Background: an optimization exercise with open tools, aiming at small area, a short achievable clock period and few clock cycles per item. Do not read the settings as production practice.
RTL that was checked went through simulation tests only; none was proved equivalent to the original.
Only the layout flow was run in runs 1 and 2; the RTL was not checked for function there.
No activity file was given, so power comes from the tool's default toggle rates.

### flow/design.v
module winnow_dec (
    input  wire        clk,
    input  wire        rst,
    input  wire        in_valid,
    output wire        in_ready,
    input  wire [7:0]  in_data,
    input  wire [6:0]  in_n,
    output wire        out_valid,
    input  wire        out_ready,
    output wire [31:0] out_data,
    output wire        out_last
);
    localparam S_HDR  = 2'd0;      
    localparam S_FLAG = 2'd1;      
    localparam S_RAW  = 2'd2;      
    localparam S_BITS = 2'd3;      
    localparam D_CODE = 1'b0;      
    localparam D_ESC  = 1'b1;      
    reg [1:0]  st;
    reg        ds;
    reg [6:0]  n;
    reg [4:0]  kk;
    reg        fc;
    reg [1:0]  mode;
    reg [6:0]  cnt;                
    reg [1:0]  wc;                 
    reg        warm;               
    reg [5:0]  ar;                 
    reg [1:0]  bi;                 
    reg        irdy;               
    reg [511:0] ring;              
    reg [5:0]  s;                  
    reg [7:0]  flag_c;
    reg [31:0] fbuf;               
    reg [1:0]  c2;                 
    reg        fok;                
    reg [39:0] W;                  
    reg [5:0]  bcnt;
    reg        le32;               
    reg [7:0]  ib;                 
    reg        ibv;
    reg        rdyb;               
    reg        more;               
    reg [6:0]  lbr;                
    reg [4:0]  qacc;               
    reg        uv;
    reg [23:0] u;                  
    reg [1:0]  upsel;              
    reg [7:0]  uflag;
    reg        ulast;
    reg        ov;
    reg [31:0] out_word;
    reg        olast;
    reg [23:0] x2;
    wire [23:0] x1 = out_word[31:8];
    assign in_ready  = irdy;
    assign out_valid = ov;
    assign out_data  = out_word;
    assign out_last  = olast;
    wire s2go    = uv && (!ov || out_ready);
    wire s1_free = !uv || s2go;
    wire [7:0] tap     = ring[32*s[5:2] +: 8];
    wire       tap_cur = (s[1:0] == 2'd0);
    wire       flag_ok = fc || fok || tap_cur;
    wire [1:0] fslot   = c2 + s[1:0];
    wire in_hdr  = (st == S_HDR);
    wire in_flag = (st == S_FLAG);
    wire in_raw  = (st == S_RAW);
    wire in_bits = (st == S_BITS);
    wire in_fire = in_valid && irdy;
    wire fetch   = in_fire && in_bits;
    wire merge   = ibv && le32;
    wire raw4    = in_fire && in_raw && (bi == 2'd3);
    wire        ones8   = &W[7:0];                   
    wire        ones4   = &W[3:0];                   
    wire [1:0]  t2      = !W[0] ? 2'd0 : !W[1] ? 2'd1 : !W[2] ? 2'd2 : 2'd3;
    wire        zero_in = !ones4 && ({4'd0, t2} < bcnt);
    wire [6:0]  bk      = {1'b0, bcnt} + {2'b11, ~kk};   
    wire        fits    = !bk[6] && ({4'd0, t2} <= bk[5:0]);   
    wire        take8   = ones8 && (qacc <= 5'd24);
    wire        take4   = ones4 && (qacc <= 5'd28);
    wire        code_st = (ds == D_CODE) && !warm;
    wire [1:0]  tsel    = code_st ? t2 : 2'd0;
    wire [5:0]  c_code  = ar + {4'd0, tsel};
    wire [25:0] wsh    = W[26:1] >> t2;
    wire [22:0] kmask  = ~(23'h7FFFFF << kk);
    wire [22:0] low    = wsh[22:0] & kmask;
    wire [24:0] k1     = 25'd1 << kk;
    wire [24:0] qaccK  = {20'd0, qacc} << kk;
    wire [24:0] u_rice = qaccK | (t2[0] ? k1 : 25'd0) | (t2[1] ? {k1[23:0], 1'b0} : 25'd0) |
                         {2'd0, low};
    reg        go;                 
    reg        emit;
    reg        wait_bits;          
    reg [1:0]  csel;               
    reg [23:0] u_n;
    reg        warm_n;
    reg        ds_n;
    reg [4:0]  qacc_n;
    always @(*) begin
        go        = 1'b0;
        emit      = 1'b0;
        wait_bits = 1'b0;
        csel      = 2'd0;
        u_n       = u_rice[24:1] ^ {24{u_rice[0]}};
        warm_n    = 1'b0;
        ds_n      = ds;
        qacc_n    = qacc;
        if (ds == D_ESC) begin
            if (bcnt >= 6'd27) begin
                go     = 1'b1;
                emit   = 1'b1;
                u_n    = W[24:1] ^ {24{W[0]}};
                ds_n   = D_CODE;
            end else
                wait_bits = 1'b1;
        end else if (warm) begin
            if (bcnt >= 6'd24) begin
                go     = 1'b1;
                emit   = 1'b1;
                u_n    = W[23:0];
                warm_n = 1'b1;
            end else
                wait_bits = 1'b1;
        end else if (take8) begin
            go     = 1'b1;
            csel   = 2'd2;
            qacc_n = qacc + 5'd8;
            ds_n   = (qacc == 5'd24) ? D_ESC : D_CODE;
        end else if (take4) begin
            go     = 1'b1;
            csel   = 2'd1;
            qacc_n = qacc + 5'd4;
            ds_n   = (qacc == 5'd28) ? D_ESC : D_CODE;
        end else if (zero_in && fits) begin
            go     = 1'b1;
            emit   = 1'b1;
            qacc_n = 5'd0;
        end else
            wait_bits = 1'b1;
        if (!in_bits || (emit && !(s1_free && flag_ok))) begin
            go     = 1'b0;
            emit   = 1'b0;
            ds_n   = ds;
            qacc_n = qacc;
        end
        if (!in_bits)
            wait_bits = 1'b0;
    end
    wire [5:0]  c = (csel == 2'd2) ? 6'd8 : (csel == 2'd1) ? 6'd4 : c_code;
    wire last_code = (cnt == 7'd0);
    wire end_bits  = emit && last_code;
    wire [39:0] W_ins  = W | (merge ? ({32'd0, ib} << bcnt) : 40'd0);
    wire [5:0]  bpos   = bcnt - ar;
    wire [39:0] W_a    = (W >> ar) | (merge ? ({32'd0, ib} << bpos) : 40'd0);
    wire [39:0] W_sh   = (csel == 2'd2) ? (W_ins >> 8) :
                         (csel == 2'd1) ? (W_ins >> 4) : (W_a >> tsel);
    wire        direct = fetch && !ibv && wait_bits;
    wire [39:0] W_dir  = {32'd0, in_data} << bcnt;
    wire [39:0] W_next = go ? W_sh : (direct ? (W_ins | W_dir) : W_ins);
    wire [5:0]  bcnt_m = bcnt + (merge ? 6'd8 : 6'd0);
    wire [5:0]  bcnt_n = go ? (bcnt_m - c) : (direct ? bcnt + 6'd8 : bcnt_m);
    wire        le32_n = direct ? (bcnt <= 6'd24) :
                         ((bcnt_m <= 6'd32) || (go && c >= bcnt_m - 6'd32));
    wire [6:0]  cnt1    = (cnt == 7'd0) ? 7'd0 : cnt - 7'd1;
    wire [2:0]  lgk     = (kk >= 5'd15) ? 3'd4 :        
                          (kk >= 5'd7)  ? 3'd3 :
                          (kk >= 5'd3)  ? 3'd2 :
                          (kk >= 5'd1)  ? 3'd1 : 3'd0;
    wire [10:0] rest_sh = {4'd0, cnt1} << lgk;
    wire [5:0]  rest_lb = (rest_sh[10:6] != 5'd0) ? 6'd63 : rest_sh[5:0];
    wire [6:0]  held    = {1'b0, bcnt} + (ibv ? 7'd8 : 7'd0);
    wire        lb_a0   = held < lbr;
    wire        lb_a1   = (held + 7'd8) < lbr;
    wire        more_n  = wait_bits && !ibv && !fetch;
    wire        ibv_n  = in_bits && ((fetch && !direct) || (ibv && !merge));
    wire        rdyb_n = in_bits ? (more_n || (fetch ? lb_a1 : lb_a0)) : 1'b1;
    wire        le32_x = in_bits ? le32_n : 1'b1;
    wire        uv_n   = emit || (uv && !s2go);
    wire        ov_n   = s2go || raw4 || (ov && !out_ready);
    wire [1:0]  bi_n   = (in_fire && in_raw) ? bi + 2'd1 : (in_hdr ? 2'd0 : bi);
    wire        hdr_fire = in_hdr && in_fire;
    wire [1:0]  wc_n   = hdr_fire ? ((in_data[1:0] == 2'd3) ? 2'd0 : in_data[1:0]) :
                         (emit && warm_n) ? wc - 2'd1 : wc;
    wire [4:0]  kp1_n  = (hdr_fire ? in_data[7:3] : kk) + 5'd1;
    wire        ds_x   = hdr_fire ? D_CODE : ds_n;
    wire [5:0]  ar_n   = (ds_x == D_ESC) ? 6'd27 : (wc_n != 2'd0) ? 6'd24 : {1'b0, kp1_n};
    reg  [1:0]  st_n;
    always @(*) begin
        st_n = st;
        case (st)
            S_HDR:  if (in_fire) st_n = (in_data[1:0] == 2'd3) ? S_RAW : S_FLAG;
            S_FLAG: if (in_fire && (fc || last_code)) st_n = S_BITS;
            S_RAW:  if (raw4 && last_code) st_n = S_HDR;
            default: if (end_bits) st_n = S_HDR;
        endcase
    end
    reg  [1:0]  irdy_v;
    reg         fire_v, fetch_v, raw4_v, ibv_v, rdyb_v, s0_v;
    reg  [1:0]  bi_v, st_v;
    reg         ov_v;
    integer     vv;
    always @(*) begin
        for (vv = 0; vv < 2; vv = vv + 1) begin
            fire_v  = (vv == 1) && irdy;
            fetch_v = fire_v && in_bits;
            raw4_v  = fire_v && in_raw && (bi == 2'd3);
            ibv_v   = in_bits && ((fetch_v && !(!ibv && wait_bits)) || (ibv && !merge));
            rdyb_v  = in_bits ? ((wait_bits && !ibv && !fetch_v) || (fetch_v ? lb_a1 : lb_a0)) : 1'b1;
            ov_v    = s2go || raw4_v || (ov && !out_ready);
            bi_v    = (fire_v && in_raw) ? bi + 2'd1 : (in_hdr ? 2'd0 : bi);
            s0_v    = in_hdr || (in_flag && (fire_v || s == 6'd63));
            st_v    = st;
            case (st)
                S_HDR:  if (fire_v) st_v = (in_data[1:0] == 2'd3) ? S_RAW : S_FLAG;
                S_FLAG: if (fire_v && (fc || last_code)) st_v = S_BITS;
                S_RAW:  if (raw4_v && last_code) st_v = S_HDR;
                default: if (end_bits) st_v = S_HDR;
            endcase
            case (st_v)
                S_HDR:   irdy_v[vv] = 1'b1;
                S_FLAG:  irdy_v[vv] = (in_hdr ? in_data[2] : fc) || s0_v;
                S_RAW:   irdy_v[vv] = !uv_n && (bi_v != 2'd3 || !ov_v);
                default: irdy_v[vv] = rdyb_v && (!ibv_v || le32_x);
            endcase
        end
    end
    wire irdy_n = in_valid ? irdy_v[1] : irdy_v[0];
    wire [23:0] e  = u;
    wire [23:0] pa = (upsel == 2'd0) ? 24'd0 :
                     (upsel == 2'd1) ? x1 : {x1[22:0], 1'b0};
    wire [23:0] pb = (upsel == 2'd2) ? ~x2 : 24'd0;
    wire        pc = (upsel == 2'd2);
    wire [23:0] cs_s = e ^ pa ^ pb;
    wire [23:0] cs_c = (e & pa) | (e & pb) | (pa & pb);
    wire [23:0] x    = cs_s + {cs_c[22:0], pc};
    always @(posedge clk) begin
        ring <= {ring[503:0], (in_fire && in_flag) ? in_data : ring[511:504]};
    end
    always @(posedge clk) begin
        fbuf[8*fslot +: 8] <= tap;
        if (fetch && !direct)
            ib <= in_data;
        if (s2go) begin
            out_word <= {x, uflag};
            olast    <= ulast;
            x2       <= x1;
        end else if (raw4) begin
            out_word <= {in_data, u[23:0]};
            olast    <= last_code;
        end
        if (emit) begin
            u     <= u_n;
            upsel <= warm_n ? 2'd0 : mode;
            uflag <= fc ? flag_c : tap_cur ? tap : fbuf[8*c2 +: 8];
            ulast <= last_code;
        end else if (in_fire && in_raw) begin
            u[8*bi +: 8] <= in_data;
        end
    end
    always @(posedge clk) begin
        if (rst) begin
            st    <= S_HDR;
            irdy  <= 1'b1;
            ds    <= D_CODE;
            n     <= 7'd1;
            kk    <= 5'd0;
            fc    <= 1'b0;
            mode  <= 2'd0;
            cnt   <= 7'd0;
            wc    <= 2'd0;
            warm  <= 1'b0;
            ar    <= 6'd1;
            bi    <= 2'd0;
            s     <= 6'd0;
            flag_c <= 8'd0;
            c2    <= 2'd0;
            fok   <= 1'b0;
            W     <= 40'd0;
            bcnt  <= 6'd0;
            le32  <= 1'b1;
            ibv   <= 1'b0;
            rdyb  <= 1'b0;
            lbr   <= 7'd0;
            more  <= 1'b0;
            qacc  <= 5'd0;
            uv    <= 1'b0;
            ov    <= 1'b0;
        end else begin
            st   <= st_n;
            irdy <= irdy_n;
            ov   <= ov_n;
            uv   <= uv_n;
            bi   <= bi_n;
            W    <= in_bits ? W_next : 40'd0;
            bcnt <= in_bits ? bcnt_n : 6'd0;
            le32 <= le32_x;
            ibv  <= ibv_n;
            more <= in_bits && more_n;
            rdyb <= rdyb_n;
            lbr  <= {2'd0, kk} + {1'b0, rest_lb} + 7'd1;
            ds   <= ds_n;
            wc   <= wc_n;
            warm <= (wc_n != 2'd0);
            ar   <= ar_n;
            qacc <= qacc_n;
            case (st)
                S_HDR: begin
                    s <= 6'd0;
                    if (in_fire) begin
                        n    <= in_n;
                        cnt  <= in_n - 7'd1;
                        kk   <= in_data[7:3];
                        fc   <= in_data[2];
                        mode <= in_data[1:0];
                        ds   <= D_CODE;
                        qacc <= 5'd0;
                    end
                end
                S_FLAG: begin
                    c2  <= 2'd0;
                    fok <= 1'b0;
                    if (in_fire) begin
                        flag_c <= in_data;
                        cnt    <= cnt - 7'd1;
                        if (fc || last_code) begin
                            cnt <= n - 7'd1;
                            s   <= n[5:0] - 6'd1;
                        end
                    end else begin
                        s <= s + 6'd1;
                    end
                end
                S_RAW: begin
                    if (raw4)
                        cnt <= cnt - 7'd1;
                end
                default: begin  
                    s <= emit ? s : s + 6'd1;
                    if (tap_cur)
                        fok <= 1'b1;
                    if (emit)
                        c2 <= c2 + 2'd1;
                    if (emit) begin
                        cnt <= cnt - 7'd1;
                    end
                end
            endcase
        end
    end
endmodule
### flow/flow/run.sh
#!/bin/bash
set -euo pipefail
sed 's/CLKGATE_MAP_FILE= /CLKGATE_MAP_FILE= SETUP_SLACK_MARGIN=6.3 /' standard.sh > standard_margin.sh
bash standard_margin.sh > make_flow.log 2>&1
### flow/standard.sh
#!/bin/bash
# synth_recipe.tcl (not shown) runs the flow's synth.tcl, then flattens the netlist and writes it again
# the make line also repeats each setting of config.mk as NAME=value (left out here)
make -C /OpenROAD-flow-scripts/flow DESIGN_CONFIG=/design/flow/config.mk WORK_HOME=/design/flow/orfs CLKGATE_MAP_FILE= SYNTH_SCRIPT=/design/flow/synth_recipe.tcl "${@:-finish}"
### flow/config.mk
export PLATFORM = sky130hd
export DESIGN_NAME = winnow_dec
export DESIGN_NICKNAME = winnow_dec
export VERILOG_FILES = /design/flow/design.v
export SDC_FILE = /design/flow/constraint.sdc
export NUM_CORES = 4
export LEC_CHECK = 0
export CAP_MARGIN = 20
export CORE_MARGIN = 2
export CORE_UTILIZATION = 40
export CTS_CLUSTER_DIAMETER = 80
export CTS_CLUSTER_SIZE = 24
export SLEW_MARGIN = 20
### flow/constraint.sdc
create_clock -name core_clock -period 10.0 [get_ports {clk}]
set_input_delay 2.0000 -clock core_clock [delete_from_list [all_inputs] [get_ports {clk}]]
set_output_delay 2.0000 -clock core_clock [all_outputs]
set_load 0.01 [all_outputs]
==> key figures, run 1 <==
Run status
  • Status: finished clean

Critical path
  • Setup CP Type: reg2reg
  • Buffer and inverter count on the worst path: 2
  • Crit path capture type: flip-flop
  • CP top delay family: compound AO/OA/AOI/OAI gates
  • CP peak stage delay: 0.45 ns
  • Worst setup SP type: flip-flop
  • Crit path max-delay cell type: fa_1
  • Critical path required time: 10.35 ns
  • CP max FO: 6
  • CP cell instances: buf_12 -> nor2b_4 -> buf_8 -> a22o_1 -> fa_1 -> ha_4 -> or3_4 -> o221ai_4 -> o21ai_4 -> a211o_1 -> a221o_1 -> a31oi_1 -> xor2_1 -> o21ai_1
  • Crit path DAT: 4.20 ns

Final layout
  • Post-layout nets: 3542
  • Final std cell area, no fill: 40300 um2
  • Storage element area: 16300 um2
  • Fill cells: 7905
  • Ant diodes: 0
  • Multi-input gate area: 18000 um2
  • Commonest cells after routing, fill and taps aside: dfxtp_1 (634), nand2_1 (306), nor2_1 (236)
  • Most common cell after layout, fill and taps aside: dfxtp_1
  • Synth-to-Final Area Change: 17.2%
  • Finished Layout Cells: 4565
  • Layout cells sized above 1: 0.194

Global route
  • Initial antenna violation count: 3
  • Tot GR Track Use: 0.237
  • Vias in the first global route: 25500
  • Grt ovf: 0
  • Largest net degree at the start of global routing: 63
  • First-pass GRT wire length: 163000 um

Timing
  • Fin. max-slew vios: 0
  • Hold Violations, Final: 0
  • Max Freq: 260 MHz
  • Fin Setup TNS: 0 ns
  • Rel. slew slack: 0.222
  • Clock period minus worst slack: 3.85 ns
  • Final hold slack: 0.293 ns
  • RSZ-0062 raised after global routing: yes
  • Final worst path period share: 0.385
  • Slew of the pin with the lowest slew margin: 1.16 ns
  • Final setup vio count: 0
  • Skew final: 0.0431 ns

Logic synthesis
  • Main synth FF type: dfxtp_1
  • Synth Area per Inst: 10.3 um2
  • Post-synthesis sequential area ratio: 0.471
  • Largest family of logic cells by synthesized area: compound AO/OA/AOI/OAI gates
  • Complex-gate fraction of the synthesized area: 0.177
  • Syn nets: 3462
  • Yosys top cell by area: dfxtp_1
  • Mux cell area share after synthesis: 0.120
  • EDFF count, synth: 100
  • Synth unique cells: 107
  • Yosys reg bits: 759
  • Post-synth top area share: 0.384
  • Cells after Synth: 3323
  • Syn. warnings: 1
  • FFs w/ async S/R, synth: 0
  • Post-Synth Adder-Cell Area: 0.0506
  • Synth Area in XOR/XNOR: 0.0298
  • Synth Cell Area: 34400 um2
  • Synth area leaders: dfxtp_1 (38%), edfxtp_1 (8.7%), mux4_2 (6.2%), mux2i_1 (3.8%), nand2_1 (3.5%)
  • Synth Area in Simple Gates: 0.110

Clock network
  • CTS tree: built
  • Clk buf depth: 3
  • Cts bufs inserted: 43
  • Root Driver: clkbuf_16
  • Clock slew at reported path FFs: 0.09 ns
  • CTS Sinks: 759
  • Skew-Pair Late Insertion Delay: 0.63 ns
  • H-Tree Depth: 2

Routing
  • Via count: 27100
  • Wire per inst: 24.1 um
  • # DRC: 0
  • First-pass DRT Iterations: 6
  • Post-detailed-routing wire length: 110000 um
  • Iteration-0 DRC Markers: 2928
  • Vias per inst: 5.93
  • Final ANT Viol Nets: 0

Place
  • Routability cong.: 1.01
  • Placed instance count: 4360
  • Post-DP HPWL: 73800 um
  • Number of buffers added on ports: 53
  • Placed cell area: 35800 um2

Power and ir drop
  • Leakage: 15.2 nW
  • Pwr Density: 171 nW/um2
  • Peak supply drop: 0.155 mV
  • Total power: 6.88 mW

Floorplanning
  • Area of the core: 85100 um2
  • Die width: 297 um
  • Row count: 107
  • Die area: 88200 um2
  • I/O pin cnt: 54
  • Die height: 297 um
  • Initial Util: 0.403

Min path
  • Hold WC Path Type: reg2reg

Job
  • Max cap viols: 0
-- power by group --
part	total [mW]	switching, mW	internal [mW]	leakage, nW
Clock	1.95	1.07	0.889	0.675
Combinational	1.57	0.931	0.635	8.24
Sequential	3.36	0.0997	3.26	6.26
Total	6.88	2.10	4.78	15.2
-- routing by layer --
| metal | up-vias | track usage | wire length [um] |
|---|---|---|---|
| li1 | 12300 | - | - |
| met3 | 301 | 0.0383 | 8700 |
| met1 | 13200 | 0.334 | 48100 |
| met4 | 6 | 0.0866 | 4810 |
| met5 | - | 0 | 40 |
| met2 | 1268 | 0.365 | 48400 |
-- final timing paths --
| path | end | slack [ns] | start | cells after the start |
|---|---|---|---|---|
| min | ring[406] | 0.29 | ring[398] | 0 |
| min reg2reg | ring[406] | 0.29 | ring[398] | 0 |
| max | out_word[29] | 6.15 | upsel[1] | 14 |
| max reg2reg | out_word[29] | 6.15 | upsel[1] | 14 |
-- through the flow --
stage / utilization / setup slack [ns]
final: 0.473 / 6.15
after global routing: 0.473 / 5.96
after CTS: 0.457 / 6.18
after detailed placement: 0.421 / 4.05
after global placement: 0.421 / 4.11
after floorplan: - / 6.31
-- registers in the layout, summed over array words and instances, names as in the netlist, 5 cells and up --
name,flops
fbuf,32
ring,512
n,7
ib,8
out_word,32
s,6
flag_c,8
bcnt,6
u,24
x2,24
uflag,8
qacc,5
lbr,7
ar,5
W,40
cnt,7
kk,5
-- cells in the mapped netlist (40+ instances only) --
library cell and count:
o21ai_0 166, a21oi_1 220, inv_1 115, o22ai_1 41, nand2_1 317, buf_2 40, clkbuf_1 131, xor2_1 48
nand3_1 44, nor3_1 69, mux4_2 94, a211oi_1 45, a221oi_1 56, mux2i_1 129, dfxtp_1 659, nor2_1 249
ha_1 91, xnor2_1 69, edfxtp_1 100
-- cell type report --
type / instances / area share
repair buffers: 243 / 0.0641
inverters: 126 / 0.0136
clock buffers: 45 / 0.0272
well taps: 1144 / 0.0356
flip-flops and latches: 759 / 0.404
clock inverters: 18 / 0.00743
multi-input cells: 2228 / 0.448
repair inverters: 2 / 0.000466
-- cells by family (layout without fill, tap and decap cells) --
| logic type | after synthesis | count (layout) |
|---|---|---|
| compound gates | 873 | 874 |
| xor+xnor | 117 | 117 |
| fa+ha+maj | 122 | 122 |
| buf+inv | 340 | 434 |
| flops | 759 | 759 |
| mux | 272 | 272 |
| simple gates | 840 | 843 |
-- timing repair --
item,CTS,global route
endpoints found under the setup margin,221,153
setup buffers,60,61
gates cloned,12,9
pin swaps,42,47
resized for setup,235,155
hold buffers,0,0
==> run 2: changes to the inputs <==
--- a/flow/config.mk
+++ b/flow/config.mk
@@ -11,3 +11,4 @@
 export CTS_CLUSTER_DIAMETER = 80
 export CTS_CLUSTER_SIZE = 24
 export SLEW_MARGIN = 20
+export TNS_END_PERCENT = 5
==> run 2 against run 1 <==
- still clean on timing, DRC and antenna
- cell count is 0.50% lower
- synthesized cell count did not move
- power is essentially flat
- clock-buffer cell count up 3
- first-iteration DRC count increased by 6.2%
- clock power increased by 3%
==> key figures, run 2 <==
Run status
  • Status: finished clean

Critical path
  • CP cell instances: buf_12 -> nor2b_4 -> buf_8 -> buf_8 -> a22o_1 -> fa_2 -> ha_4 -> or3_4 -> o221ai_4 -> o21ai_2 -> a211o_1 -> a221o_1 -> a31oi_1 -> xor2_1 -> o21ai_1
  • Crit path DAT: 4.24 ns
  • Buffer and inverter count on the worst path: 3
  • Critical path required time: 10.38 ns
  • CP max FO: 6
  • CP top delay family: compound AO/OA/AOI/OAI gates
  • Setup CP Type: reg2reg
  • Worst setup SP type: flip-flop
  • CP peak stage delay: 0.45 ns
  • Crit path max-delay cell type: fa_2
  • Crit path capture type: flip-flop
  • Most used cell, CP: buf_8

Timing
  • Clock period minus worst slack: 3.86 ns
  • Slew of the pin with the lowest slew margin: 1.12 ns
  • RSZ-0062 raised after global routing: yes
  • Rel. slew slack: 0.252
  • Final setup vio count: 0
  • Max Freq: 259 MHz
  • Fin Setup TNS: 0 ns
  • Fin. max-slew vios: 0
  • Skew final: 0.0359 ns
  • Hold Violations, Final: 0
  • Final hold slack: 0.309 ns
  • Final worst path period share: 0.386

Logic synthesis
  • Mux cell area share after synthesis: 0.120
  • Synth Area per Inst: 10.3 um2
  • Cells after Synth: 3323
  • Yosys reg bits: 759
  • Syn. warnings: 1
  • Complex-gate fraction of the synthesized area: 0.177
  • Synth Area in Simple Gates: 0.110
  • Synth area leaders: dfxtp_1 (38%), edfxtp_1 (8.7%), mux4_2 (6.2%), mux2i_1 (3.8%), nand2_1 (3.5%)
  • FFs w/ async S/R, synth: 0
  • Post-synthesis sequential area ratio: 0.471
  • Synth unique cells: 107
  • EDFF count, synth: 100
  • Top cells by count, synth: dfxtp_1 (659), nand2_1 (317), nor2_1 (249)
  • Synth Area in XOR/XNOR: 0.0298
  • Top-count cell post-synth: dfxtp_1
  • Yosys top cell by area: dfxtp_1
  • Main synth FF type: dfxtp_1
  • Syn nets: 3462
  • Post-Synth Adder-Cell Area: 0.0506
  • Synth Cell Area: 34400 um2
  • Largest family of logic cells by synthesized area: compound AO/OA/AOI/OAI gates
  • Post-synth top area share: 0.384

Routing
  • Via count: 27000
  • First-pass DRT Iterations: 8
  • Iteration-0 DRC Markers: 3109
  • Vias per inst: 5.94
  • # DRC: 0
  • Post-detailed-routing wire length: 109000 um
  • Final ANT Viol Nets: 0
  • Wire per inst: 24.0 um

Place
  • Placed instance count: 4362
  • Number of buffers added on ports: 53
  • Placed cell area: 35800 um2
  • Routability cong.: 1.03
  • Post-DP HPWL: 74500 um

Min path
  • Hold WC Path Type: reg2reg

Floorplanning
  • I/O pin cnt: 54
  • Initial Util: 0.403
  • Row count: 107
  • Die width: 297 um
  • Area of the core: 85100 um2
  • Die height: 297 um
  • Die area: 88200 um2

Global route
  • Vias in the first global route: 25600
  • Tot GR Track Use: 0.236
  • Largest net degree at the start of global routing: 63
  • Initial antenna violation count: 4
  • First-pass GRT wire length: 162000 um
  • Grt ovf: 0

Clock network
  • CTS Sinks: 759
  • Clock slew at reported path FFs: 0.10 ns
  • Root Driver: clkbuf_16
  • Skew-Pair Late Insertion Delay: 0.64 ns
  • CTS tree: built
  • H-Tree Depth: 2
  • Cts bufs inserted: 45
  • Cts hold-fix bufs: 0
  • Clk buf depth: 3

Job
  • Max cap viols: 0

Final layout
  • Finished Layout Cells: 4542
  • Most common cell after layout, fill and taps aside: dfxtp_1
  • Largest regs: ring x512, W x40
  • Post-layout nets: 3516
  • Final std cell area, no fill: 39600 um2
  • Register name with the most flops: ring
  • Synth-to-Final Area Change: 15.1%
  • Fill cells: 7998
  • Commonest cells after routing, fill and taps aside: dfxtp_1 (632), nand2_1 (308), nor2_1 (234)
  • Layout cells sized above 1: 0.178
  • Max FFs per register: 512
  • Multi-input gate area: 17700 um2
  • Storage element area: 16300 um2

Power and ir drop
  • Peak supply drop: 0.170 mV
  • Pwr Density: 174 nW/um2
  • Leakage: 14.9 nW
==> run 2: cell counts after synthesis <==
Identical to the previous run, type by type.
==> run 2: cell type report <==
class / instances / area share
Antenna cell: 1 / 0.0000633
Sequential cell: 759 / 0.411
Tap cell: 1144 / 0.0362
Inverter: 126 / 0.0130
Multi-Input combinational cell: 2229 / 0.448
Timing Repair Buffer: 215 / 0.0540
Clock inverter: 19 / 0.00775
Timing Repair inverter: 1 / 0.000127
Clock buffer: 48 / 0.0293
==> run 2: stage by stage <==
stage | utilization | power (mW) | worst slack (ns)
after floorplan | - | 4.34 | 6.19
after global placement | 0.421 | 4.69 | 4.09
after detailed placement | 0.421 | 4.69 | 4.01
after CTS | 0.452 | 6.77 | 6.15
after global routing | 0.464 | 7.17 | 6.02
final | 0.465 | 6.87 | 6.14
==> run 2: final timing paths <==
check	startpoint	to	slack [ns]	cells after the start
setup reg to reg	upsel[1]	out_word[29]	6.14	15
hold reg to reg	ring[311]	ring[319]	0.31	0
setup / recovery	upsel[1]	out_word[29]	6.14	15
hold / removal	ring[311]	ring[319]	0.31	0
==> run 2: per-layer routing <==
metal,wire length (um),track usage,vias to the layer above
li1,-,-,12200
met4,4440,0.0845,4
met1,46900,0.331,13200
met3,9380,0.0413,262
met5,27,0,-
met2,48200,0.364,1352
==> run 2: report_power, final <==
part | switching, mW | total [mW] | leakage (nW) | internal (mW)
combinational | 0.903 | 1.51 | 7.89 | 0.603
sequential | 0.104 | 3.36 | 6.26 | 3.26
clock | 1.11 | 2.01 | 0.710 | 0.896
total | 2.12 | 6.87 | 14.9 | 4.76
==> run 2: repair_timing <==
action,in CTS,in global routing
cloned,10,6
setup endpoints to repair,244,203
pin swaps,28,44
resized for setup,171,141
buffers inserted,46,50
==> run 2: kinds of logic (layout without fill, tap and decap cells) <==
kind of cell               Yosys count  in the layout
AOI/OAI and AO/OA                  873            874
xor gates and xnor gates           117            117
adders and majority gates          122            122
buffers and inverters              340            409
DFF                                759            759
muxes                              272            272
other                                0              1
and+or+nand+nor                    840            844
==> run 3: changes to the inputs <==
--- a/flow/design.v
+++ b/flow/design.v
@@ -45,7 +45,7 @@
     reg [4:0]  qacc;               
     reg        uv;
     reg [23:0] u;                  
-    reg [1:0]  upsel;              
+    reg        up1, up2;           
     reg [7:0]  uflag;
     reg        ulast;
     reg        ov;
@@ -227,10 +227,9 @@
     end
     wire irdy_n = in_valid ? irdy_v[1] : irdy_v[0];
     wire [23:0] e  = u;
-    wire [23:0] pa = (upsel == 2'd0) ? 24'd0 :
-                     (upsel == 2'd1) ? x1 : {x1[22:0], 1'b0};
-    wire [23:0] pb = (upsel == 2'd2) ? ~x2 : 24'd0;
-    wire        pc = (upsel == 2'd2);
+    wire [23:0] pa = (x1 & {24{up1}}) | ({x1[22:0], 1'b0} & {24{up2}});
+    wire [23:0] pb = ~x2 & {24{up2}};
+    wire        pc = up2;
     wire [23:0] cs_s = e ^ pa ^ pb;
     wire [23:0] cs_c = (e & pa) | (e & pb) | (pa & pb);
     wire [23:0] x    = cs_s + {cs_c[22:0], pc};
@@ -251,7 +250,8 @@
         end
         if (emit) begin
             u     <= u_n;
-            upsel <= warm_n ? 2'd0 : mode;
+            up1   <= !warm_n && (mode == 2'd1);
+            up2   <= !warm_n && (mode == 2'd2);
             uflag <= fc ? flag_c : tap_cur ? tap : fbuf[8*c2 +: 8];
             ulast <= last_code;
         end else if (in_fire && in_raw) begin
--- a/flow/config.mk
+++ b/flow/config.mk
@@ -11,4 +11,3 @@
 export CTS_CLUSTER_DIAMETER = 80
 export CTS_CLUSTER_SIZE = 24
 export SLEW_MARGIN = 20
-export TNS_END_PERCENT = 5
==> run 3 against run 2 <==
- cell count up 1.7%
- critical path depth grew 5
- synthesized area down 0.68%
- sequential power grew 5%
- die area decreased by 0.67%
- routed wire length up 0.98%
- sequential share of layout area fell by 1.1 points
- clock skew up 0.019 ns
- setup slack improved by 0.12 ns
- power increased by 27%
- register-to-register slack better by 0.12 ns
- critical path type unchanged
==> key figures, run 3 <==
Run status
  • Status: finished clean

Critical path
  • Setup CP Type: reg2reg
  • RR Startpoint: W[2]
  • Crit path max-delay cell type: fa_1
  • Most used cell, CP: inv_1
  • WP depth: 20
  • Crit path DAT: 4.26 ns
  • CP max FO: 24
  • Worst reg2reg endpoint: irdy
  • R2R setup slack: 6.27 ns
  • Worst setup SP type: flip-flop
  • Worst R2R Path Depth: 20
  • CP peak stage delay: 0.40 ns
  • Buffer and inverter count on the worst path: 5
  • Crit path capture type: flip-flop
  • CP cell instances: nand2b_4 -> and2_4 -> nand2_4 -> buf_12 -> inv_1 -> buf_8 -> ha_2 -> fa_1 -> xor2_1 -> o21ai_1 -> inv_1 -> ha_4 -> inv_1 -> o21bai_1 -> a21oi_1 -> o21ai_1 -> o21ai_2 -> o211ai_1 -> a21oi_1 -> a31oi_1
  • Critical path required time: 10.52 ns
  • CP top delay family: compound AO/OA/AOI/OAI gates

Floorplanning
  • Die area: 87600 um2
  • Row count: 107
  • Die height: 296 um
  • Die width: 296 um
  • I/O pin cnt: 54
  • Initial Util: 0.402
  • Area of the core: 84900 um2

Routing
  • # DRC: 0
  • Final ANT Viol Nets: 0
  • First-pass DRT Iterations: 6
  • Post-detailed-routing wire length: 110000 um
  • Vias per inst: 5.96
  • Via count: 27500
  • Wire per inst: 23.8 um
  • Iteration-0 DRC Markers: 2963

Final layout
  • Max FFs per register: 512
  • Fin util: 0.479
  • Commonest cells after routing, fill and taps aside: dfxtp_1 (633), nand2_1 (302), a21oi_1 (185)
  • Synth-to-Final Area Change: 19.1%
  • Multi-input gate area: 17700 um2
  • Largest regs: ring x512, W x40
  • Most common cell after layout, fill and taps aside: dfxtp_1
  • Finished Layout Cells: 4621
  • Register name with the most flops: ring
  • Storage element area: 16300 um2
  • Layout cells sized above 1: 0.201
  • Post-layout nets: 3594
  • Fill cells: 7847

Timing
  • Clock period minus worst slack: 3.73 ns
  • Final worst path period share: 0.373
  • Final setup vio count: 0
  • Rel. slew slack: 0.221
  • Skew final: 0.0554 ns
  • Slew of the pin with the lowest slew margin: 1.16 ns
  • Max Freq: 268 MHz
  • RSZ-0062 raised after global routing: yes
  • Hold Violations, Final: 0
  • Fin. max-slew vios: 0
  • Fin Setup TNS: 0 ns

Clock network
  • Skew-Pair Late Insertion Delay: 0.65 ns
  • Cts bufs inserted: 45
  • Clk buf depth: 3
  • CTS Sinks: 759
  • H-Tree Depth: 2
  • CTS tree: built
  • Clock slew at reported path FFs: 0.08 ns
  • Root Driver: clkbuf_16

Logic synthesis
  • Top-count cell post-synth: dfxtp_1
  • Cells after Synth: 3346
  • EDFF count, synth: 100
  • Synth area leaders: dfxtp_1 (39%), edfxtp_1 (8.8%), mux4_2 (7.5%), nand2_1 (3.5%), ha_1 (3.3%)
  • Post-synth top area share: 0.387
  • Synth unique cells: 92
  • Main synth FF type: dfxtp_1
  • Syn nets: 3485
  • Syn. warnings: 1
  • Synth Area per Inst: 10.2 um2
  • Synth Cell Area: 34100 um2
  • Top cells by count, synth: dfxtp_1 (659), nand2_1 (315), a21oi_1 (198)
  • FFs w/ async S/R, synth: 0
  • Yosys reg bits: 759
  • Yosys top cell by area: dfxtp_1
  • Post-synthesis sequential area ratio: 0.475

Place
  • Placed instance count: 4369
  • Routability cong.: 1.02
  • Post-DP HPWL: 71200 um
  • Number of buffers added on ports: 53

Min path
  • Hold WC Path Type: reg2reg
  • Hold_sp: ring[284]
  • Min-Delay Path Depth: 0
  • WHS Endpoint: ring[292]

Job
  • Max cap viols: 0

Global route
  • Grt ovf: 0
  • Initial antenna violation count: 2
  • Largest net degree at the start of global routing: 61
  • Vias in the first global route: 25600
  • First-pass GRT wire length: 160000 um
  • Tot GR Track Use: 0.239

Power and ir drop
  • Leakage: 15.8 nW
  • Pwr Density: 216 nW/um2
  • Peak supply drop: 0.149 mV
==> run 3: worst max path at each step <==
| stage | from | endpoint | slack [ns] |
|---|---|---|---|
| 2_1_floorplan | out_ready | W[10] | 6.10 |
| 3_3_place_gp | W[0] | irdy | 4.71 |
| 3_5_place_dp | W[0] | irdy | 4.62 |
| 4_1_cts | W[1] | irdy | 6.21 |
| 5_1_grt | kk[4] | lbr[4] | 6.14 |
| 6_report | W[2] | irdy | 6.27 |
==> run 3: area by class of cell <==
type	instances	area share
sequential	759	0.400
antenna	1	0.0000616
tap	1144	0.0352
clock inverter	15	0.00610
timing repair buffer	283	0.0764
multi-input combinational	2198	0.436
inverter	168	0.0171
clock buffer	53	0.0292
==> run 3: kinds of logic (layout without fill, tap and decap cells) <==
family | Yosys count | after routing | share of synthesized area
buffers and inverters | 397 | 519 | 0.0460
muxes | 253 | 253 | 0.117
adders and majority gates | 121 | 121 | 0.0507
DFF | 759 | 759 | 0.475
AOI/OAI and AO/OA | 873 | 874 | 0.170
other | 0 | 1 | 0
xor gates and xnor gates | 109 | 109 | 0.0284
and+or+nand+nor | 834 | 841 | 0.113
==> run 3: report_power, final <==
part,internal [mW],switching [mW]
clock network,0.893,1.08
registers,3.38,0.158
logic,1.39,1.86
total,5.66,3.10
==> run 3: what timing repair did <==
action,CTS,global route
setup buffers,70,86
hold buffers,0,0
endpoints found under the setup margin,250,101
resized for setup,221,178
gates cloned,13,14
pin swaps,36,53
==> run 3: metal layers <==
layer	wire length, um	global-route usage
met5	23	0
met2	48100	0.369
met1	46100	0.332
met3	9970	0.0364
met4	5910	0.107
==> run 3: metrics by stage <==
step                instance area, um2  hold slack (ns)  power, mW  setup WS, ns
global placement                 35700            0.310       6.03          4.71
detailed placement               35700            0.312       6.04          4.62
floorplan                        34300            0.310       5.38          6.10
CTS                              38900            0.312       8.38          6.21
global route                     40600            0.308       9.16          6.14
finish                           40600            0.312       8.76          6.27
Testbench counts of run 3, summed over its fixed seeds: cycles 35,752, blocks 320.
==> run 4: changes to the inputs <==
--- a/flow/config.mk
+++ b/flow/config.mk
@@ -11,3 +11,4 @@
 export CTS_CLUSTER_DIAMETER = 80
 export CTS_CLUSTER_SIZE = 24
 export SLEW_MARGIN = 20
+export TNS_END_PERCENT = 5
==> run 4 against run 3 <==
- still clean
- maximum frequency shrank 2.6%
- sequential cell count did not move
- clock skew shrank 0.015 ns
- routed wire length decreased by 0.12%
- synthesized area unchanged
- setup slack lost 0.099 ns
- utilization shrank 1.4 points
- design area shrank 3.0%
- cell count fell by 1.8%
- critical endpoint is now W[20]
==> key figures, run 4 <==
Clock network
  • Cts bufs inserted: 45
  • Clock slew at reported path FFs: 0.09 ns
  • CTS Sinks: 759
  • H-Tree Depth: 2
  • Cts hold-fix bufs: 0
  • CTS tree: built
  • Clk buf depth: 3
  • Root Driver: clkbuf_16
  • Skew-Pair Late Insertion Delay: 0.63 ns

Power and ir drop
  • Peak supply drop: 0.183 mV
  • Leakage: 15.2 nW
  • Pwr Density: 213 nW/um2
  • Total power: 8.41 mW

Timing
  • Skew final: 0.0408 ns
  • Slew of the pin with the lowest slew margin: 1.13 ns
  • Final setup vio count: 0
  • Rel. slew slack: 0.241
  • Fin. max-slew vios: 0
  • Fin Setup TNS: 0 ns
  • Max Freq: 261 MHz
  • Final worst path period share: 0.383
  • Final hold slack: 0.319 ns
  • Hold Violations, Final: 0
  • Clock period minus worst slack: 3.83 ns
  • RSZ-0062 raised after global routing: yes

Job
  • Max cap viols: 0

Logic synthesis
  • Cells after Synth: 3346
  • Main synth FF type: dfxtp_1
  • Synth Area per Inst: 10.2 um2
  • Synth area leaders: dfxtp_1 (39%), edfxtp_1 (8.8%), mux4_2 (7.5%), nand2_1 (3.5%), ha_1 (3.3%)
  • Top-count cell post-synth: dfxtp_1
  • Yosys reg bits: 759
  • Yosys top cell by area: dfxtp_1
  • FFs w/ async S/R, synth: 0
  • Syn. warnings: 1
  • Synth Cell Area: 34100 um2
  • Post-synth top area share: 0.387
  • Synth unique cells: 92
  • Post-synthesis sequential area ratio: 0.475
  • Syn nets: 3485
  • Top cells by count, synth: dfxtp_1 (659), nand2_1 (315), a21oi_1 (198)
  • EDFF count, synth: 100

Routing
  • Vias per inst: 5.94
  • Wire per inst: 24.2 um
  • Post-detailed-routing wire length: 110000 um
  • First-pass DRT Iterations: 9
  • # DRC: 0
  • Final ANT Viol Nets: 0
  • Iteration-0 DRC Markers: 2883
  • Via count: 26900

Critical path
  • Worst setup SP type: flip-flop
  • Critical path required time: 10.47 ns
  • CP peak stage delay: 0.61 ns
  • Crit path DAT: 4.30 ns
  • Crit path max-delay cell type: fa_2
  • Crit path capture type: flip-flop
  • CP cell instances: ha_1 -> inv_1 -> fa_2 -> buf_4 -> mux2_2 -> a22o_1 -> mux2i_4 -> nor3_1 -> o21ai_1 -> a22oi_2 -> a211oi_1 -> o22ai_1
  • Worst R2R Path Depth: 12
  • Setup CP Type: reg2reg
  • CP max FO: 6

Floorplanning
  • Die area: 87600 um2
  • Initial Util: 0.402
  • Area of the core: 84900 um2
  • Die width: 296 um
  • I/O pin cnt: 54
  • Die height: 296 um
  • Row count: 107

Final layout
  • Layout cells sized above 1: 0.171
  • Commonest cells after routing, fill and taps aside: dfxtp_1 (634), nand2_1 (300), a21oi_1 (188)
  • Register name with the most flops: ring
  • Largest regs: ring x512, W x40
  • Storage element area: 16200 um2
  • Most common cell after layout, fill and taps aside: dfxtp_1
  • Fill cells: 8107
  • Ant diodes: 0
  • Max FFs per register: 512
  • Multi-input gate area: 17400 um2
  • Post-layout nets: 3514
  • Synth-to-Final Area Change: 15.5%

Global route
  • Largest net degree at the start of global routing: 67
  • Tot GR Track Use: 0.241
  • First-pass GRT wire length: 161000 um
  • Initial antenna violation count: 2
  • Vias in the first global route: 25400
  • Grt ovf: 0

Place
  • Routability cong.: 1.01
  • Number of buffers added on ports: 53
  • Post-DP HPWL: 74100 um

Run status
  • Status: finished clean

Min path
  • Hold WC Path Type: reg2reg
  • Min-Delay Path Depth: 0
==> run 4: cell counts after synthesis <==
No cell type changed its count.
==> run 4: final timing paths <==
| kind | startpoint | endpoint | slack [ns] |
|---|---|---|---|
| max | ar[0] | W[20] | 6.17 |
| min | ring[245] | ring[253] | 0.32 |
| max reg2reg | ar[0] | W[20] | 6.17 |
| min reg2reg | ring[245] | ring[253] | 0.32 |
==> run 4: where the power goes <==
part           internal, mW  switching [mW]  total [mW]  leakage (nW)
clock                 0.872            1.06        1.93         0.679
combinational          1.16            1.78        2.94          8.27
sequential             3.37           0.163        3.54          6.26
==> run 4: metrics by stage <==
| step | instances | utilization | worst slack [ns] | cell area (um2) |
|---|---|---|---|---|
| floorplan | 3346 | - | 5.95 | 34100 |
| global placement | 4376 | 0.420 | 4.94 | 35600 |
| detailed placement | 4377 | 0.420 | 4.84 | 35600 |
| CTS | 4476 | 0.446 | 6.01 | 37900 |
| global route | 4538 | 0.464 | 6.03 | 39400 |
| finish | 4538 | 0.464 | 6.17 | 39400 |
==> run 4: critical path: cells and delay by family, from the launching register on <==
kind,cells,cell delay (ns)
AOI/OAI and AO/OA,5,1.48
adders and majority gates,2,0.81
muxes,2,0.62
DFF,1,0.46
buffers and inverters,2,0.21
and+or+nand+nor,1,0.09
==> run 4: cell families after synthesis <==
logic type,synth area share
buf+inv,0.0460
xor+xnor,0.0284
mux,0.117
fa+ha+maj,0.0507
flops,0.475
compound gates,0.170
simple gates,0.113
==> run 4: per-layer routing <==
metal	vias to the layer above	wire (um)	track usage
met4	4	5610	0.113
met1	13200	47500	0.333
li1	12200	-	-
met3	309	8100	0.0377
met5	-	21	0
met2	1215	48700	0.372
==> run 4: layout make-up <==
cell class / count / share of cell area
clock buffer: 48 / 0.0294
clock inverter: 18 / 0.00581
inverter: 168 / 0.0167
multi-input combinational: 2190 / 0.441
sequential: 759 / 0.412
tap: 1144 / 0.0363
timing repair buffer: 211 / 0.0587
==> run 4: timing repair <==
| item | in CTS | in global routing |
|---|---|---|
| pin swaps | 11 | 40 |
| gates resized for setup | 124 | 220 |
| setup endpoints to repair | 219 | 174 |
| setup buffers | 27 | 51 |
| cloned | 6 | 11 |
==> run 5: changes to the inputs <==
==> flow/flow/run.sh (replaced) <==
#!/bin/bash
set -euo pipefail
sed "s/CLKGATE_MAP_FILE= /CLKGATE_MAP_FILE= SETUP_SLACK_MARGIN=6.5 'BUFFER_PORTS_ARGS=-buffer_cell sky130_fd_sc_hd__buf_2' /" standard.sh > standard_margin.sh
bash standard_margin.sh > make_flow.log 2>&1
==> run 5 against run 4 <==
- synthesized area unchanged
- register-to-register slack better by 0.13 ns
- cell count grew 1.3%
- sequential cell count is the same
- largest power group unchanged
- clock-buffer cell count fell by 2
- largest cell class unchanged
- combinational power up 8.8%
==> key figures, run 5 <==
Place
  • Placed instance count: 4371
  • Routability cong.: 0.974
  • Number of buffers added on ports: 53
  • Post-DP HPWL: 72100 um

Floorplanning
  • Die area: 87600 um2
  • Area of the core: 84900 um2
  • Initial Util: 0.402
  • Die width: 296 um
  • Row count: 107
  • Die height: 296 um
  • I/O pin cnt: 54

Logic synthesis
  • Yosys reg bits: 759
  • Complex-gate fraction of the synthesized area: 0.170
  • Synth Area per Inst: 10.2 um2
  • Yosys top cell by area: dfxtp_1
  • Synth Area in Simple Gates: 0.113
  • Top-count cell post-synth: dfxtp_1
  • Syn. warnings: 1
  • FFs w/ async S/R, synth: 0
  • EDFF count, synth: 100
  • Main synth FF type: dfxtp_1
  • Synth unique cells: 92
  • Cells after Synth: 3346
  • Post-synthesis sequential area ratio: 0.475
  • Post-synth top area share: 0.387
  • Synth Cell Area: 34100 um2
  • Post-Synth Adder-Cell Area: 0.0507
  • Mux cell area share after synthesis: 0.117
  • Synth area leaders: dfxtp_1 (39%), edfxtp_1 (8.8%), mux4_2 (7.5%), nand2_1 (3.5%), ha_1 (3.3%)
  • Largest family of logic cells by synthesized area: compound AO/OA/AOI/OAI gates
  • Synth Area in XOR/XNOR: 0.0284
  • Top cells by count, synth: dfxtp_1 (659), nand2_1 (315), a21oi_1 (198)
  • Syn nets: 3485

Clock network
  • H-Tree Depth: 2
  • Clock slew at reported path FFs: 0.09 ns
  • Cts bufs inserted: 44
  • Skew-Pair Late Insertion Delay: 0.64 ns
  • CTS tree: built
  • Root Driver: clkbuf_16
  • CTS Sinks: 759
  • Clk buf depth: 3

Timing
  • Fin Setup TNS: 0 ns
  • Slew of the pin with the lowest slew margin: 1.14 ns
  • Rel. slew slack: 0.236
  • RSZ-0062 raised after global routing: yes
  • Max Freq: 264 MHz
  • Fin. max-slew vios: 0
  • Final setup vio count: 0
  • Skew final: 0.0559 ns
  • Clock period minus worst slack: 3.79 ns
  • Final worst path period share: 0.379
  • Hold Violations, Final: 0

Global route
  • First-pass GRT wire length: 163000 um
  • Vias in the first global route: 25800
  • Largest net degree at the start of global routing: 61
  • Tot GR Track Use: 0.244
  • Initial antenna violation count: 12
  • Grt ovf: 0

Critical path
  • R2R setup slack: 6.30 ns
  • CP peak stage delay: 0.49 ns
  • Worst reg2reg endpoint: out_word[30]
  • Worst R2R Path Depth: 16
  • CP max FO: 9
  • Crit path DAT: 4.28 ns
  • CP cell instances: buf_2 -> nor2b_1 -> nor3_1 -> a21oi_1 -> mux2i_1 -> nor2_2 -> nand3_1 -> a311oi_1
  • Buffer and inverter count on the worst path: 1
  • RR Startpoint: up2
  • Crit path capture type: flip-flop
  • CP top delay family: compound AO/OA/AOI/OAI gates
  • Setup CP Type: in2reg
  • Worst Setup SP: in_data[3]
  • Crit path max-delay cell type: buf_2
  • Worst setup SP type: primary input
  • Critical path required time: 10.49 ns

Min path
  • Hold WC Path Type: reg2reg
  • Hold_sp: ring[20]
  • WHS Endpoint: ring[28]
  • Min-Delay Path Depth: 0

Run status
  • Status: finished clean

Routing
  • Wire per inst: 24.1 um
  • Iteration-0 DRC Markers: 2883
  • First-pass DRT Iterations: 9
  • # DRC: 0
  • Vias per inst: 5.96
  • Final ANT Viol Nets: 0
  • Via count: 27400
  • Post-detailed-routing wire length: 111000 um

Final layout
  • Commonest cells after routing, fill and taps aside: dfxtp_1 (633), nand2_1 (303), a21oi_1 (192)
  • Finished Layout Cells: 4599
  • Synth-to-Final Area Change: 17.3%
  • Most common cell after layout, fill and taps aside: dfxtp_1
  • Fin util: 0.471
  • Largest regs: ring x512, W x40
  • Layout cells sized above 1: 0.206
  • Max FFs per register: 512
  • Register name with the most flops: ring
  • Post-layout nets: 3572

Power and ir drop
  • Leakage: 15.6 nW
  • Total power: 8.67 mW
  • Pwr Density: 217 nW/um2
  • Peak supply drop: 0.160 mV

Job
  • Max cap viols: 0
-- run 5: cell types whose count changed in the layout (fill, tap and decap cells not counted), moves of 7 or more --
cell,change
ha_1,-9
buf_4,+49
ha_4,+10
dfxtp_2,-8
dfxtp_4,+9
clkdlybuf4s50_1,-44
o21ai_1,-8
buf_2,+54
bufbuf_16,+7
-- run 5: cells by family (layout without fill, tap and decap cells) --
kind of cell    after synthesis  after routing
xor+xnor                    109            110
fa+ha+maj                   121            121
other cells                   0              4
simple gates                834            838
buf+inv                     397            497
compound gates              873            873
mux                         253            253
flops                       759            759
-- run 5: where the power goes --
part           leakage [nW]  internal (mW)  switching (mW)  total (mW)
registers              6.26           3.37           0.154        3.53
logic                  8.62           1.34            1.86        3.20
clock network         0.675          0.872            1.07        1.94
-- run 5: what timing repair did --
item                       4_1_cts  5_1_grt
resized for setup              231      145
pin swaps                       46       49
buffers inserted                73       61
hold buffers                     0        0
setup endpoints to repair      178      172
gates cloned                    18        7
-- run 5: how the worst max path moves through the flow --
stage / to / cells past startpoint
2_1_floorplan: W[5] / 8
5_1_grt: out_word[30] / 16
3_3_place_gp: cnt[5] / 16
4_1_cts: out_word[31] / 15
3_5_place_dp: cnt[3] / 16
6_report: W[7] / 8
-- run 5: through the flow --
| stage | worst slack [ns] | hold WS (ns) | instance area (um2) |
|---|---|---|---|
| global placement | 4.92 | 0.310 | 35400 |
| finish | 6.21 | 0.311 | 40000 |
| CTS | 6.28 | 0.302 | 38700 |
| detailed placement | 4.80 | 0.312 | 35400 |
| floorplan | 6.09 | 0.310 | 34200 |
| global route | 6.15 | 0.310 | 40000 |
-- run 5: cell type report --
cell class,count,area (um2)
fill,8009,44900
multi-input combinational,2195,17600
sequential,759,16300
timing repair buffer,265,2580
tap,1144,1430
clock buffer,46,1110
inverter,168,702
clock inverter,18,280
antenna,4,10.0
-- run 5: metal layers --
layer | vias to the layer above | GRT usage | routed length, um
met3 | 335 | 0.0489 | 9770
met1 | 13400 | 0.337 | 47300
met5 | - | 0 | 45
met2 | 1356 | 0.368 | 47600
li1 | 12400 | - | -
met4 | 8 | 0.113 | 5960
-- run 5: worst reg2reg max path: stages, from the launching register on --
cell and delay (ns):
edfxtp_1 0.40, buf_6 0.17, buf_12 0.15, nor2b_2 0.16, fa_1 0.43, ha_2 0.21, inv_1 0.07, fa_2 0.20
nor2b_1 0.06, o21ai_2 0.15, a21oi_2 0.11, or4_4 0.53, nand3_2 0.12, a41oi_4 0.11, o211a_1 0.27, o21a_1 0.18
o31ai_2 0.21
==> run 6: changes to the inputs <==
==> flow/flow/run.sh (replaced) <==
#!/bin/bash
set -euo pipefail
sed "s/CLKGATE_MAP_FILE= /CLKGATE_MAP_FILE= SETUP_SLACK_MARGIN=6.3 'BUFFER_PORTS_ARGS=-buffer_cell sky130_fd_sc_hd__buf_2' /" standard.sh > standard_margin.sh
bash standard_margin.sh > make_flow.log 2>&1
==> run 6 against run 5 <==
- non-clock buffer count decreased by 61
- utilization decreased by 1.1 points
- clock skew increased by 0.0078 ns
- design area decreased by 2.3%
- sequential share of layout area increased by 0.87 points
- sequential power about the same
- critical path depth increased by 7
- power decreased by 2.3%
- cell count decreased by 1.3%
- combinational power decreased by 7.5%
- critical endpoint is now out_word[31]
==> key figures, run 6 <==
Run status
  • Status: finished clean

Logic synthesis
  • Post-synth top area share: 0.387
  • Syn nets: 3485
  • EDFF count, synth: 100
  • Synth Area per Inst: 10.2 um2
  • Syn. warnings: 1
  • Yosys top cell by area: dfxtp_1
  • FFs w/ async S/R, synth: 0
  • Post-synthesis sequential area ratio: 0.475
  • Top-count cell post-synth: dfxtp_1
  • Synth Cell Area: 34100 um2
  • Main synth FF type: dfxtp_1
  • Synth unique cells: 92
  • Top cells by count, synth: dfxtp_1 (659), nand2_1 (315), a21oi_1 (198)
  • Yosys reg bits: 759
  • Synth area leaders: dfxtp_1 (39%), edfxtp_1 (8.8%), mux4_2 (7.5%), nand2_1 (3.5%), ha_1 (3.3%)
  • Cells after Synth: 3346

Power and ir drop
  • Leakage: 15.2 nW
  • Total power: 8.47 mW
  • Peak supply drop: 0.218 mV
  • Pwr Density: 217 nW/um2

Timing
  • Skew final: 0.0637 ns
  • Clock period minus worst slack: 3.84 ns
  • Final worst path period share: 0.384
  • Fin. max-slew vios: 0
  • Final hold slack: 0.312 ns
  • Final setup vio count: 0
  • Fin Setup TNS: 0 ns
  • Hold Violations, Final: 0
  • Max Freq: 261 MHz
  • Rel. slew slack: 0.267
  • RSZ-0062 raised after global routing: yes
  • Slew of the pin with the lowest slew margin: 1.10 ns

Place
  • Post-DP HPWL: 72300 um
  • Routability cong.: 1.01
  • Number of buffers added on ports: 53

Critical path
  • Setup CP Type: reg2reg
  • CP max FO: 12
  • R2R setup slack: 6.16 ns
  • Critical path required time: 10.38 ns
  • Crit path capture type: flip-flop
  • Crit path DAT: 4.21 ns
  • Crit path max-delay cell type: fa_1
  • Worst setup SP type: flip-flop
  • CP peak stage delay: 0.46 ns
  • CP cell instances: buf_4 -> buf_12 -> a22oi_2 -> fa_1 -> inv_1 -> ha_1 -> a211oi_2 -> o211ai_1 -> nor4bb_4 -> o2111ai_2 -> a41oi_2 -> or4_1 -> a31oi_1 -> xnor2_1 -> o21ai_1

Global route
  • Vias in the first global route: 24900
  • Initial antenna violation count: 6
  • First-pass GRT wire length: 158000 um
  • Grt ovf: 0
  • Largest net degree at the start of global routing: 61
  • Tot GR Track Use: 0.235

Clock network
  • Cts hold-fix bufs: 0
  • Skew-Pair Late Insertion Delay: 0.64 ns
  • Clk buf depth: 3
  • Root Driver: clkbuf_16
  • H-Tree Depth: 2
  • Cts bufs inserted: 46
  • Clock slew at reported path FFs: 0.09 ns
  • CTS Sinks: 759
  • CTS tree: built

Floorplanning
  • Area of the core: 84900 um2
  • Die area: 87600 um2
  • I/O pin cnt: 54
  • Die height: 296 um
  • Die width: 296 um
  • Initial Util: 0.402
  • Row count: 107

Routing
  • First-pass DRT Iterations: 7
  • Wire per inst: 23.7 um
  • Post-detailed-routing wire length: 107000 um
  • # DRC: 0
  • Iteration-0 DRC Markers: 3117
  • Via count: 26800
  • Final ANT Viol Nets: 0
  • Vias per inst: 5.90

Final layout
  • Register name with the most flops: ring
  • Synth-to-Final Area Change: 14.6%
  • Largest regs: ring x512, W x40
  • Fin util: 0.461
  • Fill cells: 7989
  • Commonest cells after routing, fill and taps aside: dfxtp_1 (638), nand2_1 (303), a21oi_1 (186)
  • Multi-input gate area: 17300 um2
  • Storage element area: 16200 um2
  • Layout cells sized above 1: 0.181
  • Max FFs per register: 512
  • Most common cell after layout, fill and taps aside: dfxtp_1
  • Post-layout nets: 3509

Min path
  • Hold WC Path Type: reg2reg

Job
  • Max cap viols: 0
[run 6: cell counts after synthesis]
Identical to the previous run, type by type.
[run 6: logic make-up after synthesis]
kind of cell    synth area share
compound gates             0.170
simple gates               0.113
flops                      0.475
buf+inv                   0.0460
mux                        0.117
fa+ha+maj                 0.0507
xor+xnor                  0.0284
[run 6: power breakdown]
group	internal (mW)	switching (mW)
Combinational	1.19	1.77
Clock	0.904	1.07
Sequential	3.37	0.163
[run 6: through the flow]
step / setup slack (ns) / cells / area [um2]
after floorplan: 5.95 / 3346 / 34100
after global placement: 4.67 / 4370 / 35300
after detailed placement: 4.51 / 4370 / 35300
after CTS: 6.22 / 4475 / 37900
after global routing: 6.07 / 4538 / 39100
final: 6.16 / 4538 / 39100
[run 6: worst paths after layout]
kind                  start      endpoint  cells after the start
setup / recovery        up2  out_word[31]                     15
hold reg to reg   ring[405]     ring[413]                      0
setup reg to reg        up2  out_word[31]                     15
hold / removal    ring[405]     ring[413]                      0
[run 6: timing repair]
| action | 4_1_cts | 5_1_grt |
|---|---|---|
| setup buffers | 28 | 52 |
| endpoints found under the setup margin | 166 | 135 |
| gates resized for setup | 171 | 141 |
| cloned | 8 | 8 |
| pin swaps | 16 | 31 |
[run 6: worst max-delay path, delay by kind of cell, from the launching register on]
| family | cells | cell delay, ns |
|---|---|---|
| adder cells (fa/ha/maj) | 2 | 0.70 |
| XOR/XNOR | 1 | 0.17 |
| buffers and inverters | 3 | 0.37 |
| flip-flops | 1 | 0.41 |
| AO/OA/AOI/OAI | 7 | 1.27 |
| AND/OR/NAND/NOR | 2 | 0.64 |
[run 6: layout make-up]
cell class,count,share of cell area
antenna,3,0.000192
clock buffer,49,0.0297
clock inverter,20,0.00771
inverter,168,0.0173
multi-input combinational,2191,0.443
sequential,759,0.415
tap,1144,0.0366
timing repair buffer,204,0.0507
[run 6: routing by layer]
| layer | vias to the layer above | GRT usage | part of all wire |
|---|---|---|---|
| met5 | - | 0 | 0.00017 |
| met4 | 4 | 0.112 | 0.049 |
| met3 | 267 | 0.0350 | 0.082 |
| met2 | 1261 | 0.356 | 0.44 |
| met1 | 13000 | 0.330 | 0.43 |
| li1 | 12200 | - | - |
==> run 7: changes to the inputs <==
--- a/flow/config.mk
+++ b/flow/config.mk
@@ -8,7 +8,7 @@
 export CAP_MARGIN = 20
 export CORE_MARGIN = 2
 export CORE_UTILIZATION = 40
-export CTS_CLUSTER_DIAMETER = 80
-export CTS_CLUSTER_SIZE = 24
+export CTS_CLUSTER_DIAMETER = 100
+export CTS_CLUSTER_SIZE = 30
 export SLEW_MARGIN = 20
 export TNS_END_PERCENT = 5
==> run 7 against run 6 <==
- still clean
- maximum frequency hardly changed
- critical path type unchanged
- die area stayed put
- cell count is 0.42% lower
==> key figures, run 7 <==
Final layout
  • Storage element area: 16200 um2
  • Commonest cells after routing, fill and taps aside: dfxtp_1 (636), nand2_1 (304), a21oi_1 (189)
  • Largest regs: ring x512, W x40
  • Layout cells sized above 1: 0.173
  • Finished Layout Cells: 4519
  • Post-layout nets: 3497
  • Multi-input gate area: 17200 um2
  • Register name with the most flops: ring
  • Max FFs per register: 512
  • Most common cell after layout, fill and taps aside: dfxtp_1
  • Synth-to-Final Area Change: 13.5%
  • Fill cells: 8064
  • Final std cell area, no fill: 38700 um2

Timing
  • Rel. slew slack: 0.269
  • Hold Violations, Final: 0
  • Fin. max-slew vios: 0
  • Max Freq: 261 MHz
  • Slew of the pin with the lowest slew margin: 1.10 ns
  • Clock period minus worst slack: 3.84 ns
  • Final setup vio count: 0
  • RSZ-0062 raised after global routing: yes
  • Skew final: 0.0454 ns
  • Final worst path period share: 0.384
  • Final hold slack: 0.315 ns
  • Fin Setup TNS: 0 ns

Logic synthesis
  • Post-synth top area share: 0.387
  • Top cells by count, synth: dfxtp_1 (659), nand2_1 (315), a21oi_1 (198)
  • Post-synthesis sequential area ratio: 0.475
  • Yosys top cell by area: dfxtp_1
  • Synth Cell Area: 34100 um2
  • Syn. warnings: 1
  • EDFF count, synth: 100
  • Synth unique cells: 92
  • FFs w/ async S/R, synth: 0
  • Synth area leaders: dfxtp_1 (39%), edfxtp_1 (8.8%), mux4_2 (7.5%), nand2_1 (3.5%), ha_1 (3.3%)
  • Synth Area per Inst: 10.2 um2
  • Cells after Synth: 3346
  • Yosys reg bits: 759
  • Top-count cell post-synth: dfxtp_1
  • Main synth FF type: dfxtp_1
  • Syn nets: 3485

Clock network
  • Clk buf depth: 3
  • Clock slew at reported path FFs: 0.12 ns
  • H-Tree Depth: 2
  • Root Driver: clkbuf_16
  • Skew-Pair Late Insertion Delay: 0.62 ns
  • CTS tree: built
  • CTS Sinks: 759
  • Cts hold-fix bufs: 0
  • Cts bufs inserted: 36

Floorplanning
  • Die width: 296 um
  • Die height: 296 um
  • Area of the core: 84900 um2
  • Die area: 87600 um2
  • Row count: 107
  • I/O pin cnt: 54
  • Initial Util: 0.402

Routing
  • # DRC: 0
  • Iteration-0 DRC Markers: 2863
  • Vias per inst: 5.91
  • Wire per inst: 23.7 um
  • First-pass DRT Iterations: 8
  • Final ANT Viol Nets: 0
  • Post-detailed-routing wire length: 107000 um
  • Via count: 26700

Global route
  • Grt ovf: 0
  • Largest net degree at the start of global routing: 61
  • Tot GR Track Use: 0.234
  • First-pass GRT wire length: 157000 um
  • Initial antenna violation count: 6
  • Vias in the first global route: 24700

Critical path
  • CP max FO: 12
  • Critical path required time: 10.36 ns
  • Most used cell, CP: o2111ai_2
  • Crit path DAT: 4.20 ns
  • Crit path max-delay cell type: fa_1
  • Crit path capture type: flip-flop
  • CP peak stage delay: 0.44 ns
  • Worst setup SP type: flip-flop
  • CP cell instances: buf_4 -> buf_12 -> a22oi_1 -> fa_1 -> inv_1 -> ha_1 -> o21a_1 -> o2111ai_2 -> nor4bb_4 -> o2111ai_2 -> a41oi_2 -> or4_1 -> a31oi_1 -> xnor2_1 -> o21ai_1
  • Setup CP Type: reg2reg

Job
  • Max cap viols: 0

Power and ir drop
  • Peak supply drop: 0.170 mV
  • Leakage: 15.1 nW
  • Pwr Density: 213 nW/um2

Place
  • Placed instance count: 4370
  • Number of buffers added on ports: 53
  • Post-DP HPWL: 72300 um
  • Placed cell area: 35300 um2
  • Routability cong.: 1.01

Run status
  • Status: finished clean

Min path
  • Hold WC Path Type: reg2reg
## run 7: cell types whose count changed in the layout (fill, tap and decap cells not counted), moves of 4 or more
cell,before,now
a22oi_1,39,44
clkbuf_16,52,46
buf_6,9,5
a22oi_2,12,7
clkinv_8,8,4
buf_12,17,22
clkinvlp_4,5,1
## run 7: cells by family after synthesis
family,count (synthesis),synth area share
AOI/OAI and AO/OA,873,0.170
and+or+nand+nor,834,0.113
DFF,759,0.475
buffers and inverters,397,0.0460
muxes,253,0.117
adders and majority gates,121,0.0507
xor gates and xnor gates,109,0.0284
## run 7: worst paths after layout
path	slack [ns]	to	startpoint	cells past startpoint
worst max-delay path	6.16	out_word[31]	up2	15
worst min-delay path	0.31	ring[484]	ring[476]	0
worst max register to register	6.16	out_word[31]	up2	15
worst min register to register	0.31	ring[484]	ring[476]	0
## run 7: final cells by class
type | instances | share of cell area
antenna | 3 | 0.000194
clock buffer | 38 | 0.0237
clock inverter | 14 | 0.00685
inverter | 168 | 0.0176
multi-input combinational | 2191 | 0.443
sequential | 759 | 0.419
tap | 1144 | 0.0370
timing repair buffer | 202 | 0.0522
## run 7: metal layers
metal  part of all wire  wire [um]  vias up  track usage
li1                   -          -    12200            -
met1               0.43      46400    13000        0.329
met2               0.44      47000     1199        0.354
met3              0.077       8240      257       0.0346
met4              0.049       5280        4        0.107
met5            0.00017         18        -            0
## run 7: worst max-delay path, delay by kind of cell (launching register included)
kind                     cells  cell delay (ns)
buffers and inverters        3             0.37
AO/OA/AOI/OAI                7             1.45
adder cells (fa/ha/maj)      2             0.70
XOR/XNOR                     1             0.16
AND/OR/NAND/NOR              2             0.52
flip-flops                   1             0.40
## run 7: per-stage QoR
step           setup WS [ns]  power [mW]   util
2_1_floorplan           5.95        5.37      -
3_3_place_gp            4.67        6.03  0.416
3_5_place_dp            4.51        6.04  0.416
4_1_cts                 6.19        8.00  0.442
5_1_grt                 6.04        8.66  0.456
6_report                6.16        8.26  0.456
## run 7: repair_timing
item,CTS,global route
pin swaps,17,31
setup buffers,27,50
setup endpoints to repair,170,126
cloned,6,11
gates resized for setup,152,151
## run 7: power breakdown
| part | switching [mW] | internal, mW |
|---|---|---|
| Clock | 1.04 | 0.721 |
| Combinational | 1.76 | 1.20 |
| Sequential | 0.165 | 3.37 |

==> what the ideal ports hide <==
The flow's constraints put no driver on any port. The routed layouts listed below were extracted and timed again, unchanged, in two steps.
Step 1 sets driving cells, clkbuf_16 on the clock port and buf_2 on the other inputs (assumed; they add their load-dependent delay and slew).
Step 2 also shifts input and output timing later by t, the mid clock arrival at the registers, as if the neighbouring blocks saw the same clock.
Three values: ideal, step 1, step 2; two values: the first two.
| run | t (ns) | slack for setup (ns) | hold slack, ns | worst setup path after step 2 |
|---|---|---|---|---|
| run 1 | 0.668 | 6.155 / 6.155 / 5.700 | 0.293 / 0.293 / 0.293 | input to register |
| run 2 | 0.677 | 6.143 / 6.102 / 5.527 | 0.309 / 0.309 / 0.309 | input to register |
| run 3 | 0.684 | 6.266 / 6.266 / 5.590 | 0.312 / 0.312 / 0.312 | input to register |
| run 4 | 0.668 | 6.167 / 6.163 / 5.581 | 0.319 / 0.319 / 0.319 | input to register |
| run 5 | 0.673 | 6.210 / 6.233 / 5.560 | 0.311 / 0.311 / 0.311 | input to register |
| run 6 | 0.671 | 6.162 / 6.162 / 5.532 | 0.312 / 0.312 / 0.312 | input to register |
| run 7 | 0.661 | 6.163 / 6.163 / 5.593 | 0.315 / 0.315 / 0.315 | input to register |
After both steps setup and hold are still met in every run listed. The setup slack of run 3, which loses most, moves by 0.000 ns with the drivers and by -0.676 ns with both steps.
